This is an optimization exercise on Yosys and OpenROAD, whose aim is small area, a short achievable clock period and few clock cycles, not a production implementation. Function was not checked in any run shown here: the RTL went through the layout flow alone. No activity file was given, so power comes from the tool's default toggle rates.

===== flow/config.mk =====
export PLATFORM = sky130hd
export DESIGN_NAME = cv_unit
export DESIGN_NICKNAME = cv_unit
export VERILOG_FILES = /design/flow/design.v
export SDC_FILE = /design/flow/constraint.sdc
export NUM_CORES = 4
export LEC_CHECK = 0
export CAP_MARGIN = 20
export CORE_MARGIN = 2
export CORE_UTILIZATION = 25
export PLACE_DENSITY = 0.4
export SLEW_MARGIN = 20

===== flow/constraint.sdc =====
create_clock -name core_clock -period 16.0 [get_ports {clk}]
set_input_delay 3.2000 -clock core_clock [delete_from_list [all_inputs] [get_ports {clk}]]
set_output_delay 3.2000 -clock core_clock [all_outputs]
set_load 0.01 [all_outputs]

===== flow/design.v =====
module cv_unit (
    input  wire        clk,
    input  wire        rst,       
    input  wire        we,
    input  wire [2:0]  waddr,
    input  wire [63:0] wdata,
    input  wire [2:0]  raddr,
    output reg  [63:0] rdata,
    output wire        busy
);
    localparam A_CFG    = 3'd0;
    localparam A_POLY   = 3'd1;
    localparam A_INIT   = 3'd2;
    localparam A_VALUE  = 3'd3;
    localparam A_DATA   = 3'd4;
    localparam A_CMD    = 3'd5;
    localparam A_RESULT = 3'd6;
    reg  [5:0]  sh;                     
    wire [6:0]  width = 7'd64 - {1'b0, sh};
    reg         refin, refout, invert;
    reg  [63:0] poly, init, value;
    reg  [3:0]  nbytes;
    reg  [63:0] dbuf;
    reg  [3:0]  pend;
    reg  [31:1] q;
    reg         qbad;                   
    wire        qok = !qbad;
    wire [63:0] mask = {64{1'b1}} >> sh;
    reg  [63:0] vrev, prev;
    integer j;
    always @* begin
        for (j = 0; j < 64; j = j + 1) begin
            vrev[j] = value[63 - j];
            prev[j] = poly[63 - j];
        end
    end
    wire [63:0] vref = vrev >> sh;    
    wire [63:0] pref = prev >> sh;    
    reg  [31:0] qn;
    integer a, u, kk;
    always @* begin
        qn = 32'd1;
        for (kk = 1; kk < 32; kk = kk * 2)
            for (a = kk; a < 2 * kk; a = a + 1) begin
                qn[a] = pref[a - 1];
                for (u = 2; u <= a; u = u + 2)
                    qn[a] = qn[a] ^ (qn[u / 2] & ((u == a) ? 1'b1 : pref[a - u - 1]));
            end
    end
    wire        from_buf = (pend != 4'd0);
    wire [3:0]  cnt   = from_buf ? pend : nbytes;
    wire [2:0]  nch   = (cnt > 4'd4) ? 3'd4 : cnt[2:0];    
    wire [31:0] src   = from_buf ? dbuf[31:0] : wdata[31:0];
    reg  [31:0] s, t, tr;
    integer i, k;
    always @* begin
        for (i = 0; i < 32; i = i + 1)
            s[i] = vref[i] ^ (refin ? src[8*(i/8) + (i%8)] : src[8*(i/8) + 7 - (i%8)]);
        for (i = 0; i < 32; i = i + 1) begin
            t[i] = s[i];
            for (k = 0; k < i; k = k + 1)
                t[i] = t[i] ^ (q[i - k] & s[k]);
        end
        tr = 32'd0;
        case (nch)
            3'd1: for (k = 0; k < 8;  k = k + 1) tr[k] = t[7 - k];
            3'd2: for (k = 0; k < 16; k = k + 1) tr[k] = t[15 - k];
            3'd3: for (k = 0; k < 24; k = k + 1) tr[k] = t[23 - k];
            default: for (k = 0; k < 32; k = k + 1) tr[k] = t[31 - k];
        endcase
    end
    reg  [63:0] vsh, prod;
    integer b;
    always @* begin
        case (nch)
            3'd1:    vsh = value << 8;
            3'd2:    vsh = value << 16;
            3'd3:    vsh = value << 24;
            default: vsh = value << 32;
        endcase
        prod = 64'd0;
        for (b = 0; b < 32; b = b + 1)
            prod = prod ^ ({64{tr[b]}} & (poly << b));
    end
    wire [63:0] vnew = (vsh ^ prod) & mask;
    wire [63:0] result = (refout ? vref : (value & mask)) ^ (invert ? mask : 64'd0);
    always @(posedge clk) begin
        if (rst) begin
            sh     <= 6'd32;
            refin  <= 1'b0;
            refout <= 1'b0;
            invert <= 1'b0;
            poly   <= 64'd0;
            init   <= 64'd0;
            value  <= 64'd0;
            nbytes <= 4'd8;
            dbuf   <= 64'd0;
            pend   <= 4'd0;
            q      <= 31'd0;
            qbad   <= 1'b0;
        end else begin
            if (qbad) begin
                q    <= qn[31:1];
                qbad <= 1'b0;
            end
            if (pend != 4'd0) begin
                if (qok) begin
                    value       <= vnew;
                    dbuf[31:0]  <= dbuf[63:32];
                    pend        <= (pend > 4'd4) ? pend - 4'd4 : 4'd0;
                end
            end else if (we) begin
                case (waddr)
                    A_CFG: begin
                        invert <= wdata[13];
                        refout <= wdata[12];
                        refin  <= wdata[11];
                        if (wdata[6:0] >= 7'd8 && wdata[6:0] <= 7'd64)
                            sh <= 6'd0 - wdata[5:0];
                        qbad <= 1'b1;
                    end
                    A_POLY: begin
                        poly <= wdata;
                        qbad <= 1'b1;
                    end
                    A_INIT:  init  <= wdata;
                    A_VALUE: value <= wdata;
                    A_DATA: begin
                        if (qok) begin
                            value      <= vnew;
                            dbuf[31:0] <= wdata[63:32];
                            pend       <= (nbytes > 4'd4) ? nbytes - 4'd4 : 4'd0;
                        end else begin
                            dbuf <= wdata;
                            pend <= nbytes;
                        end
                    end
                    A_CMD: begin
                        if (wdata[31])
                            value <= init;
                        if (wdata[3:0] >= 4'd1 && wdata[3:0] <= 4'd8)
                            nbytes <= wdata[3:0];
                    end
                    default: ;
                endcase
            end
        end
    end
    assign busy = (pend != 4'd0);
    always @* begin
        case (raddr)
            A_CFG:    rdata = {32'd0, 1'b0, busy, 1'b0, 15'd0, invert, refout, refin, 4'd0, width};
            A_POLY:   rdata = poly;
            A_INIT:   rdata = init;
            A_VALUE:  rdata = value;
            A_CMD:    rdata = {60'd0, nbytes};
            A_RESULT: rdata = result;
            default:  rdata = 64'd0;
        endcase
    end
endmodule

===== flow/run.sh =====
#!/bin/bash
# synth_recipe.tcl (not shown) runs the flow's synth.tcl, then flattens the netlist and writes it again
# the make line also repeats each setting of config.mk as NAME=value (left out here)
make -C /OpenROAD-flow-scripts/flow DESIGN_CONFIG=/design/flow/config.mk WORK_HOME=/design/flow/orfs CLKGATE_MAP_FILE= SYNTH_SCRIPT=/design/flow/synth_recipe.tcl finish

==> notes.md, run 1 <==
The flow ran to the end and the layout has no timing, DRC or antenna violations. The pre-antenna-repair detailed-routing pass consisted of 9 iterations. The tools report the number of cell rows as 184. Leaving out fill and tap cells, the most frequent cell in the layout is nand2_1. The tools report the end point of the critical path as rdata[14]. For the number of sinks on the clock net, the log shows 305. The run gives 8741 as the post-synth net total. Setup repair after global routing left no endpoint under its margin. Power density over the cells: 74.03 nW/um2. In this run the worst setup path begins at sh[1]. In this run the worst hold path is classified as register to register.

Global routing used 33.17% of the available tracks. Of the total power, the share spent switching nets is 55.08%. The distinct cell type count after synthesis is 105, and the routed wire length is 444900 um.

The number of antenna violations at the first check in global routing is 36, and the final number of max-transition violations is 0. The clock tree synthesis step divided the H-tree into 2 levels. Summing the sequential cell areas from Yosys gives 9.645% of the chip area. For the weighted congestion at the end of routability-driven global placement, the log shows 1.042. The fraction of power consumed by the clock network came out at 20.6%. The element type at the critical path end is an output port. Dividing the detail-routed wire length by the instance count gives 37.97 um. The gate count after technology mapping was 8655; the relative contribution of combinational cells to total power was 63.3%. The tool flagged a number of max-cap violations equal to 0.

Each instance of the synthesized netlist takes up on average 7.314 um2. STA classifies the critical path startpoint as a register. The run gives 0 as the total count of hold-check failures in the final report. The tools report the number of primary I/O pins as 138. The register clock-pin slew on the reported worst setup and hold paths was 0.06 ns; the final critical-path required period was 11.19 ns.

The clock latency on the worst-skew pair is 0.69 ns, and the number of fillers in the final layout is 27250. The number of enable flip-flop cells after synthesis was 0; the slack of the worst reg-to-reg path was 4.90 ns. The final antenna-violating net count was 0. For this block, the via count after detailed routing is 69460. In this run the critical register-to-register path is captured at value[59]. Sequential cell fraction of total power: 16.1%. For the count of yosys warnings during synthesis, the log shows 1. TritonCTS built the clock tree.

The die is 507.2 um wide. The number of global-route vias before repair came out at 63590. The flip-flop and latch count after synthesis works out to 305. The logs give 3 for the number of buffers on the longest clock path and 257300 um2 for the area enclosed by the die boundary.

For this design the static power due to leakage is 24.72 nW. Once the clock tree was built, the resizer swapped 0 gates to a different size. Dividing the final minimum period by the clock period gives 69.92%. Measured against its own limit, the worst slew margin works out to 13.80%. The run gives 12.80 ns as the required time at the worst-slack endpoint. For this run, the top clock speed supported by timing is 89.38 MHz.

VDD sags by at most 0.0001295 V. For the core area, the log shows 251600 um2. The DRC violation count after routing is 0.

Startpoint of the worst register-to-register path: sh[1]. Global routing finished with a remaining overflow of 0. Setup total negative slack on the finished layout was measured at 0 ns. The first global-routing pass estimated 591400 um of wire. At the pin with the least slew margin, the transition time is 1.257 ns. Setup slack on the critical path of the routed design comes to 4.812 ns. The final number of setup-violating endpoints is 0. Clock tree root driver cell: clkbuf_16. Across the routed clock network, the largest skew measured is 0.04437 ns.

After clock tree synthesis, the flow added hold-fix buffers numbering 0. The die height works out to 507.2 um. The layout overhead on the synthesized area came out at 10.39%. Including well taps, the total number of placed cells is 11610. Buffers inserted during clock tree synthesis total 43.

The critical path is of the register to output port type. For this design the total switching power over the nets is 2.849 mW. After synthesis, the cell types taking the most area are xnor2_1, nand2_1, xnor3_1. The logs give 0 for the count of buffers added by post-CTS timing repair for setup and 25.16% for the starting density of the core.

The fraction of layout cells with a size suffix above 1 was 11.30%; the pin count of the biggest net entering global routing was 80. The worst hold path begins at dbuf[30]. Along the worst path, the maximum fanout reaches 79. The tools report the filler-free cell count of the finished design as 11720. The critical path arrival was 7.99 ns. In this run the cell area of the synthesized design comes to 63310 um2. OpenSTA, run right after detailed placement, puts the worst setup slack at 4.669 ns. The number of port buffers was 137; the internal power component was 2.324 mW. The HPWL after detailed placement is 306900 um. Leaving out fill and tap cells, the most frequent cells in the layout are nand2_1, xnor2_1, a21oi_1. xnor2_1 takes more of the synthesized area than any other cell. The number of nets in the layout was 8400; the area share of the largest cell type after synthesis was 16.34%.

Among all flip-flop cells after synthesis, the most frequent one is dfxtp_1. Final hold analysis gives a worst-case slack of 0.4492 ns. After the first detailed-routing iteration, the DRC count stood at 12130. For the worst flop-to-flop path, the logic depth is 23. The fraction of registers with async set/reset is 0%, and the per-cell via count in the routed design is 5.928.
[cells in the mapped netlist (all sizes together) (29+ instances only)]
| master | number |
|---|---|
| o211ai | 43 |
| o22ai | 139 |
| mux4 | 144 |
| o21ai | 283 |
| xor2 | 322 |
| dfxtp | 305 |
| clkbuf | 529 |
| mux2 | 120 |
| nand2 | 2703 |
| nand2b | 32 |
| mux2i | 241 |
| a21oi | 418 |
| and3 | 31 |
| inv | 52 |
| nor2b | 35 |
| a22oi | 139 |
| xnor3 | 372 |
| a221o | 35 |
| a221oi | 29 |
| buf | 399 |
| a32oi | 31 |
| nor3 | 65 |
| nand3 | 135 |
| xnor2 | 1188 |
| nor2 | 403 |
| a31oi | 49 |
| and2 | 35 |
| a211oi | 41 |
[how the worst min path moves through the flow]
stage | endpoint | cells past startpoint
6_report | dbuf[30] | 2
4_1_cts | dbuf[30] | 2
3_3_place_gp | dbuf[45] | 2
2_1_floorplan | dbuf[14] | 2
5_1_grt | dbuf[31] | 2
3_5_place_dp | dbuf[34] | 2
[state kept, by name, summed over array words and instances (netlist names)]
name	cells
sh	6
refout	1
nbytes	4
dbuf	64
qbad	1
poly	64
invert	1
refin	1
value	64
q	31
init	64
pend	4
[power groups by stage]
stage | Clock, mW | Combinational, mW | Sequential, mW
2_1_floorplan | 0 | 1.84 | 0.815
3_3_place_gp | 0 | 3.13 | 0.846
3_5_place_dp | 0 | 3.14 | 0.846
4_1_cts | 1.07 | 3.15 | 0.829
5_1_grt | 1.09 | 3.26 | 0.831
6_report | 1.07 | 3.27 | 0.834
[cell type report]
cell class,instances,area [um2],share of cell area (%)
Multi-Input combinational cell,7367,53340,76.33
Sequential cell,305,6195,8.864
Timing Repair Buffer,542,4457,6.377
Tap cell,3348,4189,5.994
Clock buffer,58,1204,1.722
Clock inverter,19,230.2,0.3294
Inverter,55,207.7,0.2972
Antenna cell,24,60.06,0.08594
[per-stage QoR]
| step | util [%] | power, mW | area, um2 |
|---|---|---|---|
| global route | 27.75 | 5.181 | 69830 |
| floorplan | - | 2.654 | 63310 |
| finish | 27.77 | 5.174 | 69880 |
| detailed placement | 27.16 | 3.989 | 68340 |
| CTS | 27.73 | 5.048 | 69770 |
| global placement | 27.13 | 3.979 | 68270 |
[worst max-delay path, stage by stage, from the launching register on]
cell and delay (ns):
dfxtp_4 0.84, buf_12 0.52, buf_4 0.93, mux4_2 0.66, a222oi_1 0.74, o22ai_1 0.24
nor4_2 0.86, nor2_1 0.39, o22ai_1 0.22, a32oi_1 0.07, o22ai_1 0.84, clkdlybuf4s50_1 0.78
[metal layers]
metal	GRT usage (%)	up-vias	wire length (um)
li1	-	28330	-
met1	43.32	34660	175600
met2	46.10	5287	176300
met3	11.02	1163	57130
met4	21.78	18	35720
met5	0	-	175
[kinds of logic (layout without fill, tap and decap cells)]
family / count (synthesis) / count (layout) / share of synthesized area, %
AND/OR/NAND/NOR: 3512 / 3512 / 22.21
XOR/XNOR: 1906 / 1906 / 35.11
AO/OA/AOI/OAI: 1431 / 1431 / 14.82
buffers and inverters: 983 / 674 / 6.890
multiplexers: 505 / 505 / 11.07
flip-flops: 305 / 305 / 9.645
adder cells (fa/ha/maj): 13 / 13 / 0.2569
other: 0 / 24 / 0
==> run 2, diff against run 1 <==
--- a/flow/config.mk
+++ b/flow/config.mk
@@ -7,6 +7,8 @@
 export LEC_CHECK = 0
 export CAP_MARGIN = 20
 export CORE_MARGIN = 2
-export CORE_UTILIZATION = 25
-export PLACE_DENSITY = 0.4
+export CORE_UTILIZATION = 50
+export PLACE_DENSITY = 0.65
+export SETUP_SLACK_MARGIN = 5
 export SLEW_MARGIN = 20
+export TNS_END_PERCENT = 100
==> notes.md, run 2 <==
The worst hold path class was register to register. The worst setup path is launched from a primary input. The peak per-stage delay on the critical path is 0.95 ns (+0.02 ns), and the fraction of registers with async set/reset is 0% (unchanged). The tools report the maximum clock skew at final layout as 0.07537 ns (+0.03100 ns).

The area share of the largest cell type after synthesis was 16.34% (unchanged). The total congestion overflow came out at 0 (unchanged). The number of primary I/O pins is 138 (unchanged).

The average cell area after synthesis was 7.314 um2 (unchanged); the number of nets in the layout was 8350 (-0.60%). The number of instances resized during post-cts repair came out at 0 (unchanged). The run gives 64740 (+1.8%) as the number of global-route vias before repair. The run gives 16.8% (+0.7 points) as the sequential cell fraction of total power. Kind of critical path: primary input to register. The tools report the number of sinks on the clock net as 305 (unchanged). The post-synth net total came out at 8741 (unchanged). The tools report the maximum frequency from static timing analysis as 91.68 MHz (+2.6%). The commonest cells after synthesis are nand2_1, xnor2_1, clkbuf_1. The final number of setup-violating endpoints was 0 (unchanged); the per-cell via count in the routed design was 7.304 (+23%). Switching part of the total: 53.99% (-1.1 points).

By instance count, the leading cell after synthesis is nand2_1. Setup repair after global routing left no endpoint under its margin. The clock latency on the worst-skew pair was 0.66 ns (-0.03 ns); the fraction of the cycle the final worst path needs was 68.17% (-1.8 points). Number of port buffers: 137 (unchanged). Leading register cell type out of synthesis: dfxtp_1.

The number of antenna violations at the first check in global routing came out at 43 (+19%). The fraction of layout cells with a size suffix above 1 was 10.59% (-0.70 points). The library cells used most frequently in the layout, excluding fill and tap cells, are nand2_1, xnor2_1, a21oi_1. The fraction of power consumed by the clock network was 21.0% (+0.4 points). The final total negative setup slack is 0 ns (unchanged). The utilization after layout is 53.64% (+26 points), and the relative contribution of combinational cells to total power is 62.2% (-1.1 points). The filler-free cell count of the finished design is 9990 (-15%). The power density over the cells is 74.73 nW/um2 (+0.94%), and the internal power component is 2.316 mW (-0.36%).

The global-route usage over all layers is 58.32% (+25 points), and the horizontal extent of the die is 359.8 um (-29%). The final antenna-violating net count came out at 0 (unchanged). The number of enable flip-flop cells after synthesis was 0 (unchanged); the largest fanout of any net on the critical path was 38 (-52%). The register clock-pin slew on the reported worst setup and hold paths is 0.07 ns (about the same).

The final critical-path required period is 10.91 ns (-0.2807 ns). The total count of hold-check failures in the final report was 0 (unchanged); the starting density of the core was 50.41% (+25 points). The synthesized design spends more area on one cell type than any other, namely xnor2_1.

Traced cell by cell, the critical path runs through clkdlybuf4s50_1, mux2i_1, mux2_2, a21oi_1, or2_1, xor3_1, xnor3_1, xnor3_2, a21oi_2, o221ai_2, and2_2, buf_4, nand2_1, xnor2_1, xnor3_1, xnor2_1, o31ai_1, a222oi_1, a211oi_1. The sequential share of the synthesized area is 9.645% (unchanged). The logs give 13 (+4) for the total iterations of the first detailed-routing run and 9871 (-15%) for the placed cell count.

The required time at the worst-slack endpoint was 16.48 ns (+3.68 ns). The number of maximum-capacitance violations was 0 (unchanged). The worst-case hold slack was 0.4509 ns (+0.001709 ns). The flow ran to the end and the layout has no timing, DRC or antenna violations. The count of buffers added by post-CTS timing repair for setup came out at 0 (unchanged).

For the DRC violation count after routing, the log shows 0 (unchanged). The cell at the slowest stage of the critical path was a21oi_1. The area enclosed by the die boundary was 129500 um2 (-50%). The final number of max-transition violations is 0 (unchanged). TritonCTS built the clock tree. The element type at the critical path end was a register.

The flip-flop and latch count after synthesis is 305 (unchanged), and the critical path arrival is 11.39 ns (+3.40 ns). The clock tree root driver cell was clkbuf_16. The distinct cell type count after synthesis came out at 105 (unchanged).

Maximum VDD drop: 0.0001300 V (+0.37%). The run gives 15560 (+28%) as the detailed router's first-iteration violation count. Yosys attributes the largest share of cell area to xnor2_1, nand2_1, xnor3_1. Relative to the synthesized area, the layout overhead comes to 6.392%.

Global-route wire length before repair: 535200 um (-9.5%). The logs give 72970 (+5.0%) for the total number of vias and 1.140 (+9.4%) for the weighted congestion at the end of routability-driven global placement. Die height: 359.8 um (-29%).

The tools report the gate count after technology mapping as 8655 (unchanged). The tools report the leakage component of the power as 24.48 nW (-0.94%). The tools report the maximum level of the CTS H-tree as 2 (unchanged). For the total of hold buffers inserted after clock tree synthesis, the log shows 0 (unchanged).

The library cell used most frequently in the layout, excluding fill and tap cells, is nand2_1. Number of fillers in the final layout: 11970 (-56%). On the critical path the largest part of the delay comes from XOR/XNOR gates. The tools report the number of buffers on the longest clock path as 3 (unchanged).

The pin count of the biggest net entering global routing was 141 (+76%). The run gives 125600 um2 (-50%) as the core area. The routed length per instance works out to 39.62 um (+4.3%). The total net switching power is 2.717 mW (-4.6%), and the number of cell rows is 130 (-29%).

The placed wire-length estimate was 269900 um (-12%); the slew at the pin with the worst max-slew slack was 1.409 ns (+0.1520 ns). The logs give 63310 um2 (unchanged) for the mapped cell area and 5.073% (-8.7 points) for the worst slew margin relative to its limit. The run gives 395800 um (-11%) as the routed wire length.

The worst path buffer plus inverter count was 2 (-1); the count of yosys warnings during synthesis was 1 (unchanged). The number of clock buffers inserted by TritonCTS came out at 41 (-4.7%).
run 2: cell count changes in the layout (fill, tap and decap cells not counted), moves of 4 or more:
cell and change:
dfxtp_1 +4, mux2i_1 +5, clkbuf_1 -4, buf_4 -42, mux2i_2 -5, diode_2 +19
run 2: through the flow:
step / setup WS [ns] / power (mW) / cell area (um2)
after CTS: 5.648 / 4.773 / 67230
after global placement: 5.026 / 3.717 / 65770
after global routing: 5.263 / 4.957 / 67250
after floorplan: 8.007 / 2.654 / 63310
final: 5.093 / 5.033 / 67350
after detailed placement: 4.999 / 3.739 / 65770
run 2: kinds of logic (layout without fill, tap and decap cells):
logic type	Yosys count	in the layout	synth area share (%)
buf+inv	983	625	6.890
flops	305	305	9.645
other cells	0	43	0
mux	505	505	11.07
simple gates	3512	3512	22.21
fa+ha+maj	13	13	0.2569
compound gates	1431	1431	14.82
xor+xnor	1906	1906	35.11
run 2: power by group through the flow:
| stage | registers, mW | logic [mW] | clock network [mW] |
|---|---|---|---|
| 2_1_floorplan | 0.815 | 1.84 | 0 |
| 3_3_place_gp | 0.852 | 2.87 | 0 |
| 3_5_place_dp | 0.852 | 2.89 | 0 |
| 4_1_cts | 0.835 | 2.90 | 1.04 |
| 5_1_grt | 0.838 | 3.05 | 1.07 |
| 6_report | 0.845 | 3.13 | 1.06 |
run 2: final timing paths:
check | start | endpoint | slack [ns] | depth (start not counted)
worst max register to register | sh[1] | value[7] | 5.15 | 22
worst min register to register | dbuf[17] | dbuf[17] | 0.45 | 2
worst max-delay path | wdata[15] | value[7] | 5.09 | 19
worst min-delay path | dbuf[17] | dbuf[17] | 0.45 | 2
run 2: worst min-delay path: stages, from the launching register on:
cell,delay (ns)
dfxtp_1,0.31
nand2_1,0.05
a21oi_1,0.05
run 2: layout make-up:
class | count | area (um2) | area share, %
tap | 1650 | 2064 | 3.065
timing repair buffer | 494 | 4069 | 6.041
clock inverter | 22 | 267.8 | 0.3975
sequential | 305 | 6187 | 9.186
multi-input combinational | 7367 | 53260 | 79.08
clock buffer | 54 | 1189 | 1.765
antenna | 43 | 107.6 | 0.1598
inverter | 55 | 207.7 | 0.3084
run 2: per-layer routing:
metal / share of wire [%] / global-route usage (%)
met1: 34 / 68.97
met2: 37 / 76.69
met3: 19 / 33.91
met4: 10 / 43.36
met5: 0.070 / 1.073
==> run 3, diff against run 2 <==
--- a/flow/design.v
+++ b/flow/design.v
@@ -15,17 +15,19 @@
     localparam A_DATA   = 3'd4;
     localparam A_CMD    = 3'd5;
     localparam A_RESULT = 3'd6;
-    reg  [5:0]  sh;                     
-    wire [6:0]  width = 7'd64 - {1'b0, sh};
+    localparam Q_VALID = 2'd0;
+    localparam Q_LO    = 2'd1;
+    localparam Q_HI    = 2'd2;
+    reg  [6:0]  width;
     reg         refin, refout, invert;
     reg  [63:0] poly, init, value;
     reg  [3:0]  nbytes;
     reg  [63:0] dbuf;
     reg  [3:0]  pend;
     reg  [31:1] q;
-    reg         qbad;                   
-    wire        qok = !qbad;
-    wire [63:0] mask = {64{1'b1}} >> sh;
+    reg  [1:0]  qst;
+    wire        qok = (qst == Q_VALID);
+    wire [63:0] mask = {64{1'b1}} >> (7'd64 - width);
     reg  [63:0] vrev, prev;
     integer j;
     always @* begin
@@ -34,18 +36,19 @@
             prev[j] = poly[63 - j];
         end
     end
-    wire [63:0] vref = vrev >> sh;    
-    wire [63:0] pref = prev >> sh;    
-    reg  [31:0] qn;
-    integer a, u, kk;
+    wire [63:0] vref = vrev >> (7'd64 - width);    
+    wire [63:0] pref = prev >> (7'd64 - width);    
+    reg  [31:0] qa, qb;
+    integer a, m;
     always @* begin
-        qn = 32'd1;
-        for (kk = 1; kk < 32; kk = kk * 2)
-            for (a = kk; a < 2 * kk; a = a + 1) begin
-                qn[a] = pref[a - 1];
-                for (u = 2; u <= a; u = u + 2)
-                    qn[a] = qn[a] ^ (qn[u / 2] & ((u == a) ? 1'b1 : pref[a - u - 1]));
-            end
+        qa = 32'd1;
+        for (a = 1; a < 16; a = a + 1)
+            for (m = 1; m <= a; m = m + 1)
+                qa[a] = qa[a] ^ (pref[m - 1] & qa[a - m]);
+        qb = {16'd0, q[15:1], 1'b1};
+        for (a = 16; a < 32; a = a + 1)
+            for (m = 1; m <= a; m = m + 1)
+                qb[a] = qb[a] ^ (pref[m - 1] & qb[a - m]);
     end
     wire        from_buf = (pend != 4'd0);
     wire [3:0]  cnt   = from_buf ? pend : nbytes;
@@ -86,7 +89,7 @@
     wire [63:0] result = (refout ? vref : (value & mask)) ^ (invert ? mask : 64'd0);
     always @(posedge clk) begin
         if (rst) begin
-            sh     <= 6'd32;
+            width  <= 7'd32;
             refin  <= 1'b0;
             refout <= 1'b0;
             invert <= 1'b0;
@@ -97,11 +100,14 @@
             dbuf   <= 64'd0;
             pend   <= 4'd0;
             q      <= 31'd0;
-            qbad   <= 1'b0;
+            qst    <= Q_VALID;
         end else begin
-            if (qbad) begin
-                q    <= qn[31:1];
-                qbad <= 1'b0;
+            if (qst == Q_LO) begin
+                q[15:1] <= qa[15:1];
+                qst     <= Q_HI;
+            end else if (qst == Q_HI) begin
+                q[31:16] <= qb[31:16];
+                qst      <= Q_VALID;
             end
             if (pend != 4'd0) begin
                 if (qok) begin
@@ -116,12 +122,12 @@
                         refout <= wdata[12];
                         refin  <= wdata[11];
                         if (wdata[6:0] >= 7'd8 && wdata[6:0] <= 7'd64)
-                            sh <= 6'd0 - wdata[5:0];
-                        qbad <= 1'b1;
+                            width <= wdata[6:0];
+                        qst <= Q_LO;
                     end
                     A_POLY: begin
                         poly <= wdata;
-                        qbad <= 1'b1;
+                        qst  <= Q_LO;
                     end
                     A_INIT:  init  <= wdata;
                     A_VALUE: value <= wdata;
--- a/flow/config.mk
+++ b/flow/config.mk
@@ -7,8 +7,6 @@
 export LEC_CHECK = 0
 export CAP_MARGIN = 20
 export CORE_MARGIN = 2
-export CORE_UTILIZATION = 50
-export PLACE_DENSITY = 0.65
-export SETUP_SLACK_MARGIN = 5
+export CORE_UTILIZATION = 25
+export PLACE_DENSITY = 0.4
 export SLEW_MARGIN = 20
-export TNS_END_PERCENT = 100
==> notes.md, run 3 <==
The fraction of registers with async set/reset is 0% (unchanged), and the count of buffers added by post-CTS timing repair for setup is 0 (unchanged). The horizontal extent of the die is 506.7 um (+41%), and the pin count of the biggest net entering global routing is 104 (-26%). The kind of critical path was register to register.

The mapped cell area is 63180 um2 (-0.21%), and the number of antenna violations at the first check in global routing is 36 (-16%). The worst setup path is captured at a register. The peak per-stage delay on the critical path was 0.90 ns (-0.05 ns). The gate count after technology mapping is 9646 (+11%). Leaving out fill and tap cells, the most frequent cell in the layout is nand2_1. The area share of the largest cell type after synthesis works out to 27.81% (+11 points).

The total of hold buffers inserted after clock tree synthesis was 0 (unchanged). For the starting density of the core, the log shows 25.13% (-25 points). The slew at the pin with the worst max-slew slack is 1.347 ns (-0.06227 ns). The number of global-route vias before repair came out at 64400 (-0.52%).

For the area enclosed by the die boundary, the log shows 256700 um2 (+98%). The weighted congestion at the end of routability-driven global placement came out at 1.024 (-10%). In this run the worst hold path is classified as register to register. The global-route usage over all layers was 29.96% (-28 points). The largest individual stage delay along the critical path comes from the cell a2111oi_2. The total iterations of the first detailed-routing run was 10 (-3).

The logs give 19.94 nW (-19%) for the leakage component of the power and 53890 um2 (+1.2%) for the multi-input combinational cell area. TritonCTS built the clock tree. The number of maximum-capacitance violations came out at 0 (unchanged). Clock tree synthesis selected as its root buffer the cell clkbuf_16. nand2_1 is the most common cell in the netlist.

The number of buffers on the longest clock path was 3 (unchanged); the per-cell via count in the routed design was 5.522 (-24%). The flow ran to the end and the layout has no timing, DRC or antenna violations. The startpoint type of the worst setup path is a register. The die height works out to 506.7 um (+41%).

The critical path arrival was 12.93 ns (+1.54 ns); the register clock-pin slew on the reported worst setup and hold paths was 0.07 ns (about the same). For the number of primary I/O pins, the log shows 138 (unchanged). The total number of vias is 69670 (-4.5%), and the sequential cell area is 6215 um2 (+0.44%).

The number of nets in the layout was 9304 (+11%). The maximum VDD drop is 0.0001552 V (+19%). The sequential share of the synthesized area is 9.728% (+0.083 points), and the average cell area after synthesis is 6.549 um2 (-10%). Setup repair after global routing left no endpoint under its margin.

Top cell type by total area after synthesis: xnor2_1. For the distinct cell type count after synthesis, the log shows 115 (+9.5%). Final critical-path required period: 12.45 ns (+1.543 ns). The top cell types in the final layout, fill and taps aside, are nand2_1, xnor2_1, nor2_1. The fraction of layout cells with a size suffix above 1 works out to 8.788% (-1.8 points). Leading register cell type out of synthesis: dfxtp_1. The fraction of the cycle the final worst path needs works out to 77.81% (+9.6 points).

The total power consumption of the routed design is 6.658 mW (+32%), and the total congestion overflow is 0 (unchanged). The run gives 0 (unchanged) as the number of instances resized during post-cts repair. The commonest cells after synthesis are nand2_1, xnor2_1, clkbuf_1. The flip-flop and latch count after synthesis came out at 307 (+0.66%).

The placed wire-length estimate was 278600 um (+3.2%); the DRC violation count after routing was 0 (unchanged). Utilization after layout: 27.81% (-26 points). The tools report the worst slew margin relative to its limit as 9.268% (+4.2 points). Yosys attributes the largest share of cell area to xnor2_1, nand2_1, dfxtp_1. The power density over the cells came out at 95.24 nW/um2 (+27%). The global-route wire length before repair is 552300 um (+3.2%). The number of enable flip-flop cells after synthesis came out at 0 (unchanged). Compared with the post-synthesis result, the final layout area differs by 10.66%. The count of yosys warnings during synthesis is 1 (unchanged), and the routed length per instance is 31.80 um (-20%). The number of port buffers was 137 (unchanged). The core area came out at 251400 um2 (+100%). The maximum frequency from static timing analysis was 80.32 MHz (-12%); the required time at the worst-slack endpoint was 16.48 ns (about the same). The maximum clock skew at final layout was 0.04520 ns (-0.03017 ns). The largest fanout of any net on the critical path was 55 (+45%); the final antenna-violating net count was 0 (unchanged).

The tools report the number of fillers in the final layout as 27560 (+130%). The total count of hold-check failures in the final report is 0 (unchanged). The logs give 2 (unchanged) for the maximum level of the CTS H-tree and 9339 (-40%) for the detailed router's first-iteration violation count. The final number of setup-violating endpoints came out at 0 (unchanged).

The number of sinks on the clock net was 307 (+0.66%); the final total negative setup slack was 0 ns (unchanged). The number of cell rows came out at 184 (+42%). The logs give 40 (-2.4%) for the number of clock buffers inserted by TritonCTS and 0 (unchanged) for the final number of max-transition violations. The tools report the routed wire length as 401300 um (+1.4%). The logs give 9729 (+11%) for the post-synth net total and 0.66 ns (about the same) for the clock latency on the worst-skew pair.
[run 3: area by class of cell]
class                           count  area share [%]
Inverter                           46          0.2506
Clock inverter                     22          0.3794
Clock buffer                       50           1.573
Tap cell                         3348           5.992
Antenna cell                       18         0.06443
Timing Repair Buffer              487           5.756
Multi-Input combinational cell   8339           77.09
Sequential cell                   307           8.890
[run 3: worst paths after layout]
kind	startpoint	endpoint	slack (ns)	cells after the start
max	width[1]	q[31]	3.55	35
min	dbuf[51]	dbuf[51]	0.45	2
max reg2reg	width[1]	q[31]	3.55	35
min reg2reg	dbuf[51]	dbuf[51]	0.45	2
[run 3: power breakdown]
group,switching (mW),total [mW],internal [mW]
combinational,3.58,4.77,1.20
clock,0.449,1.01,0.558
sequential,0.0796,0.877,0.798
[run 3: through the flow]
stage	cells	hold WS, ns	cell area (um2)	setup slack (ns)
6_report	12620	0.4539	69910	3.550
5_1_grt	12600	0.4729	69860	2.637
4_1_cts	12600	0.4539	69840	3.514
3_5_place_dp	12530	0.4450	68470	3.581
3_3_place_gp	12530	0.4380	68470	3.550
2_1_floorplan	9646	0.4322	63180	2.787
[run 3: critical path, delay by kind of cell, from the launching register on]
family | cells | cell delay, ns
DFF | 1 | 0.69
adders and majority gates | 2 | 0.92
muxes | 2 | 0.75
buffers and inverters | 4 | 1.14
xor gates and xnor gates | 9 | 3.94
and+or+nand+nor | 5 | 1.45
AOI/OAI and AO/OA | 13 | 3.31
[run 3: kinds of logic (layout without fill, tap and decap cells)]
family	after synthesis	count (layout)	share of synthesized area, %
AND/OR/NAND/NOR	4013	4013	25.13
XOR/XNOR	2495	2495	35.42
AO/OA/AOI/OAI	1412	1412	14.36
buffers and inverters	1000	605	6.181
multiplexers	409	409	8.986
flip-flops	307	307	9.728
adder cells (fa/ha/maj)	10	10	0.1981
other	0	18	0
[run 3: per-layer routing]
layer,vias to the layer above,part of all wire [%],GRT usage [%]
met5,-,0.036,0
li1,30580,-,-
met3,738,8.6,4.869
met4,24,5.8,15.22
met2,3762,42,44.74
met1,34560,43,41.28
==> run 4, diff against run 3 <==
==> flow/design.v (replaced) <==
module cv_unit (
    input  wire        clk,
    input  wire        rst,       
    input  wire        we,
    input  wire [2:0]  waddr,
    input  wire [63:0] wdata,
    input  wire [2:0]  raddr,
    output reg  [63:0] rdata,
    output wire        busy
);
    localparam A_CFG    = 3'd0;
    localparam A_POLY   = 3'd1;
    localparam A_INIT   = 3'd2;
    localparam A_VALUE  = 3'd3;
    localparam A_DATA   = 3'd4;
    localparam A_CMD    = 3'd5;
    localparam A_RESULT = 3'd6;
    reg  [6:0]  width;
    reg         refin, refout, invert;
    reg  [63:0] poly, init, value;
    reg  [3:0]  nbytes;
    wire [63:0] mask   = {64{1'b1}} >> (7'd64 - width);
    wire [63:0] topbit = 64'd1 << (width - 7'd1);
    wire [63:0] pmask  = poly & mask;
    function [7:0] reflect8(input [7:0] b);
        integer i;
        begin
            for (i = 0; i < 8; i = i + 1)
                reflect8[i] = b[7 - i];
        end
    endfunction
    reg  [63:0] dbuf;
    reg  [6:0]  left;
    reg  [63:0] dload;
    integer n;
    always @* begin
        for (n = 0; n < 8; n = n + 1)
            dload[8*n +: 8] = refin ? wdata[8*n +: 8] : reflect8(wdata[8*n +: 8]);
    end
    wire        top    = (|(value & topbit)) ^ dbuf[0];
    wire [63:0] v_next = ((value << 1) & mask) ^ (top ? pmask : 64'd0);
    reg  [63:0] vrev;
    integer j;
    always @* begin
        for (j = 0; j < 64; j = j + 1)
            vrev[j] = value[63 - j];
    end
    wire [63:0] vref   = vrev >> (7'd64 - width);
    wire [63:0] result = (refout ? vref : (value & mask)) ^ (invert ? mask : 64'd0);
    always @(posedge clk) begin
        if (rst) begin
            width  <= 7'd32;
            refin  <= 1'b0;
            refout <= 1'b0;
            invert <= 1'b0;
            poly   <= 64'd0;
            init   <= 64'd0;
            value  <= 64'd0;
            nbytes <= 4'd8;
            dbuf   <= 64'd0;
            left   <= 7'd0;
        end else if (left != 7'd0) begin
            value <= v_next;
            dbuf  <= dbuf >> 1;
            left  <= left - 7'd1;
        end else if (we) begin
            case (waddr)
                A_CFG: begin
                    invert <= wdata[13];
                    refout <= wdata[12];
                    refin  <= wdata[11];
                    if (wdata[6:0] >= 7'd8 && wdata[6:0] <= 7'd64)
                        width <= wdata[6:0];
                end
                A_POLY:  poly  <= wdata;
                A_INIT:  init  <= wdata;
                A_VALUE: value <= wdata;
                A_DATA: begin
                    dbuf <= dload;
                    left <= {nbytes, 3'd0};
                end
                A_CMD: begin
                    if (wdata[31])
                        value <= init;
                    if (wdata[3:0] >= 4'd1 && wdata[3:0] <= 4'd8)
                        nbytes <= wdata[3:0];
                end
                default: ;
            endcase
        end
    end
    assign busy = (left != 7'd0);
    always @* begin
        case (raddr)
            A_CFG:    rdata = {32'd0, 1'b0, busy, 1'b0, 15'd0, invert, refout, refin, 4'd0, width};
            A_POLY:   rdata = poly;
            A_INIT:   rdata = init;
            A_VALUE:  rdata = value;
            A_CMD:    rdata = {60'd0, nbytes};
            A_RESULT: rdata = result;
            default:  rdata = 64'd0;
        endcase
    end
endmodule
==> notes.md, run 4 <==
The commonest cells after synthesis are nand2_1, a21oi_1, clkbuf_1. The utilization after layout is 28.71% (+0.91 points), and the power density over the cells is 118.6 nW/um2 (+25%). The per-cell via count in the routed design was 6.116 (+11%).

Traced cell by cell, the critical path runs through inv_2, buf_4, ha_1, inv_1, ha_4, buf_4, nor2b_1, nand2_1, a21oi_1, a21oi_1, a311o_1, o311ai_0, clkdlybuf4s50_1. The number of instances resized during post-cts repair was 0 (unchanged). The count of buffers added by post-CTS timing repair for setup was 0 (unchanged).

Leaving out fill and tap cells, the most frequent cells in the layout are nand2_1, a21oi_1, dfxtp_1. Largest fanout of any net on the critical path: 55 (unchanged). The element type at the critical path end is an output port. The number of enable flip-flop cells after synthesis was 0 (unchanged); the gate count after technology mapping was 3197 (-67%). The critical path arrival was 7.42 ns (-5.51 ns); the die height was 315.8 um (-38%). The end point of the critical path was rdata[23]. Number of sinks on the clock net: 277 (-9.8%).

The number of primary I/O pins is 138 (unchanged), and the leakage component of the power is 8.886 nW (-55%). The mapped cell area was 24300 um2 (-62%); the total of hold buffers inserted after clock tree synthesis was 0 (unchanged). Leaving out fill and tap cells, the most frequent cell in the layout is nand2_1.

The number of cells traversed by the worst register-to-register path was 16 (-54%). The slack of the worst reg-to-reg path is 8.47 ns (+4.92 ns), and the peak per-stage delay on the critical path is 0.86 ns (-0.04 ns). Maximum VDD drop: 0.00009149 V (-41%). The worst setup path startpoint is width[0].

The final number of setup-violating endpoints was 0 (unchanged). The final critical-path required period was 10.62 ns (-1.831 ns); the total iterations of the first detailed-routing run was 8 (-2). The tools report the number of buffers on the longest clock path as 3 (unchanged). The endpoint of the worst-slack reg-to-reg timing path is value[33].

Fraction of layout cells with a size suffix above 1: 12.91% (+4.1 points). The global-route usage over all layers came out at 26.85% (-3.1 points). In this run the worst hold path is classified as register to register. The run gives 88 (-15%) as the pin count of the biggest net entering global routing.

The final antenna-violating net count is 0 (unchanged), and the maximum frequency from static timing analysis is 94.17 MHz (+17%). The leading register cell type out of synthesis was dfxtp_1. The slew at the pin with the worst max-slew slack was 1.194 ns (-0.1531 ns); the core area was 96570 um2 (-62%). The number of nets in the layout is 3166 (-66%), and the fraction of registers with async set/reset is 0% (unchanged). The number of fillers in the final layout is 10430 (-62%). The startpoint of the worst register-to-register path was width[0].

Grouping stages by cell kind, the critical path spends the most delay in buffers and inverters. The run gives 90 (-22%) as the distinct cell type count after synthesis. The tools report the global-route wire length before repair as 194900 um (-65%).

Average cell area after synthesis: 7.601 um2 (+16%). CTS placed an instance of clkbuf_16 at the clock tree root. The sequential share of the synthesized area was 22.82% (+13 points).

The total count of hold-check failures in the final report came out at 0 (unchanged). For the count of yosys warnings during synthesis, the log shows 1 (unchanged). The worst setup path is launched from a register. The logs give 25.17% (+0.036 points) for the starting density of the core and 0 (-18) for the antenna diode instance count.

Number of antenna violations at the first check in global routing: 7 (-81%). The kind of critical path is register to output port. The area share of the largest cell type after synthesis is 22.82% (-5.0 points). The weighted congestion at the end of routability-driven global placement was 1.043 (+1.8%). The detailed router's first-iteration violation count came out at 3610 (-61%). For the worst slew margin relative to its limit, the log shows 20.42% (+11 points). The post-synth net total was 3279 (-66%).

Yosys instantiated no cell more often than nand2_1. The tools report the clock latency on the worst-skew pair as 0.58 ns (-0.08 ns). The run gives 138000 um (-66%) as the routed wire length. The top cell type by total area after synthesis is dfxtp_1. The worst path buffer plus inverter count came out at 5 (+1).

The number of port buffers was 137 (unchanged). The run finished with no timing, DRC or antenna violations. The tools report the total congestion overflow as 0 (unchanged). The DRC violation count after routing came out at 0 (unchanged). The number of maximum-capacitance violations was 0 (unchanged).

By area the synthesized netlist is led by dfxtp_1, nand2_1, mux4_2. TritonCTS built the clock tree. Setup repair after global routing left no endpoint under its margin. The number of global-route vias before repair is 24530 (-62%), and the horizontal extent of the die is 315.8 um (-38%). Total number of vias: 26850 (-61%). The maximum clock skew at final layout is 0.02975 ns (-0.01545 ns). The cell at the slowest stage of the critical path was nor2b_1. The fraction of the cycle the final worst path needs is 66.37% (-11 points).

The flip-flop and latch count after synthesis came out at 277 (-9.8%). The tools report the area enclosed by the die boundary as 99710 um2 (-61%). The maximum level of the CTS H-tree was 2 (unchanged); the number of clock buffers inserted by TritonCTS was 38 (-5.0%).

Final number of max-transition violations: 0 (unchanged). The logs give 97940 um (-65%) for the placed wire-length estimate and 12.80 ns (-3.68 ns) for the required time at the worst-slack endpoint. The routed length per instance was 31.45 um (-1.1%).

The area growth from synthesis to layout is 14.10%. Cell count along the critical path: 13 (-63%). Final total negative setup slack: 0 ns (unchanged). The number of cell rows was 114 (-38%). The register clock-pin slew on the reported worst setup and hold paths is 0.06 ns (about the same).
run 4: metrics by stage:
stage	std cells	setup WS (ns)	instance area, um2	power, mW	hold slack [ns]
after global routing	4389	5.161	27730	3.404	0.4616
after CTS	4388	5.499	27720	3.250	0.4535
after floorplan	3197	7.889	24300	1.774	0.4365
after detailed placement	4319	5.517	26480	2.374	0.4464
after global placement	4319	5.493	26480	2.393	0.4461
final	4389	5.381	27730	3.290	0.4527
run 4: cell type report:
| type | count | area [um2] | area share (%) |
|---|---|---|---|
| multi-input cells | 2476 | 17090 | 61.63 |
| flip-flops and latches | 277 | 5555 | 20.04 |
| repair buffers | 218 | 1972 | 7.112 |
| well taps | 1276 | 1597 | 5.758 |
| clock buffers | 52 | 1095 | 3.948 |
| inverters | 73 | 276.5 | 0.9972 |
| clock inverters | 17 | 143.9 | 0.5189 |
run 4: power breakdown:
part | leakage [nW] | internal, mW | switching [mW] | total, mW
combinational | 6.03 | 0.471 | 0.981 | 1.45
sequential | 2.25 | 0.764 | 0.207 | 0.971
clock | 0.610 | 0.498 | 0.369 | 0.867
run 4: kinds of logic after synthesis:
group	after synthesis	share of synthesized area, %
and+or+nand+nor	1118	21.56
AOI/OAI and AO/OA	934	25.53
buffers and inverters	444	7.352
muxes	389	21.31
DFF	277	22.82
xor gates and xnor gates	26	0.9680
adders and majority gates	9	0.4634
run 4: worst min-delay path by stage:
stage	slack [ns]	cells past startpoint	start	to
2_1_floorplan	0.44	2	dbuf[1]	dbuf[0]
5_1_grt	0.46	2	dbuf[5]	dbuf[4]
3_3_place_gp	0.45	2	dbuf[18]	dbuf[17]
4_1_cts	0.45	2	dbuf[59]	dbuf[58]
6_report	0.45	2	dbuf[52]	dbuf[51]
3_5_place_dp	0.45	2	dbuf[52]	dbuf[51]
run 4: worst register-to-register path: cells and delay by family (launching register included):
kind                       cells  cell delay, ns
buffers and inverters          7            2.47
AOI/OAI and AO/OA              3            0.80
and+or+nand+nor                4            2.41
DFF                            1            0.49
adders and majority gates      2            1.24
run 4: routing by layer:
layer	vias up	wire length (um)	part of all wire, %	GRT usage (%)
met5	-	25	0.018	0
met3	264	15530	11	7.064
met2	1594	54770	40	37.13
met1	13360	61660	45	39.26
li1	11620	-	-	-
met4	4	6048	4.4	10.17

==> what the ideal ports hide <==
The flow's constraints put no driver on any port. The routed layouts listed below were extracted and timed again, unchanged, in two steps. Step 1 (the two cells are an assumption about what drives the block):
set clk [get_ports {clk}]
set_driving_cell -lib_cell sky130_fd_sc_hd__clkbuf_16 $clk
set_driving_cell -lib_cell sky130_fd_sc_hd__buf_2 [delete_from_list [all_inputs] $clk]
Step 2 times the ports against the registers' clock, not the clock port: input delays grow and output delays shrink by t, the midpoint of the rising clock arrivals with the driver on. a / b / c = no drivers / after step 1 / after step 2; a / b = the first two.
| run | t (ns) | slack for setup (ns) | worst slew at a driven data input, ns |
|---|---|---|---|
| run 1 | 0.770 | 4.812 / 4.712 / 4.220 | 0.05 |
| run 2 | 0.712 | 5.093 / 5.153 / 4.444 | 0.06 |
| run 3 | 0.730 | 3.550 / 3.550 / 3.550 | 0.13 |
| run 4 | 0.643 | 5.381 / 5.305 / 5.480 | 0.09 |
After both steps setup and hold are still met in every run listed. The setup slack of run 2, which loses most, moves by +0.060 ns with the drivers and by -0.649 ns with both steps.
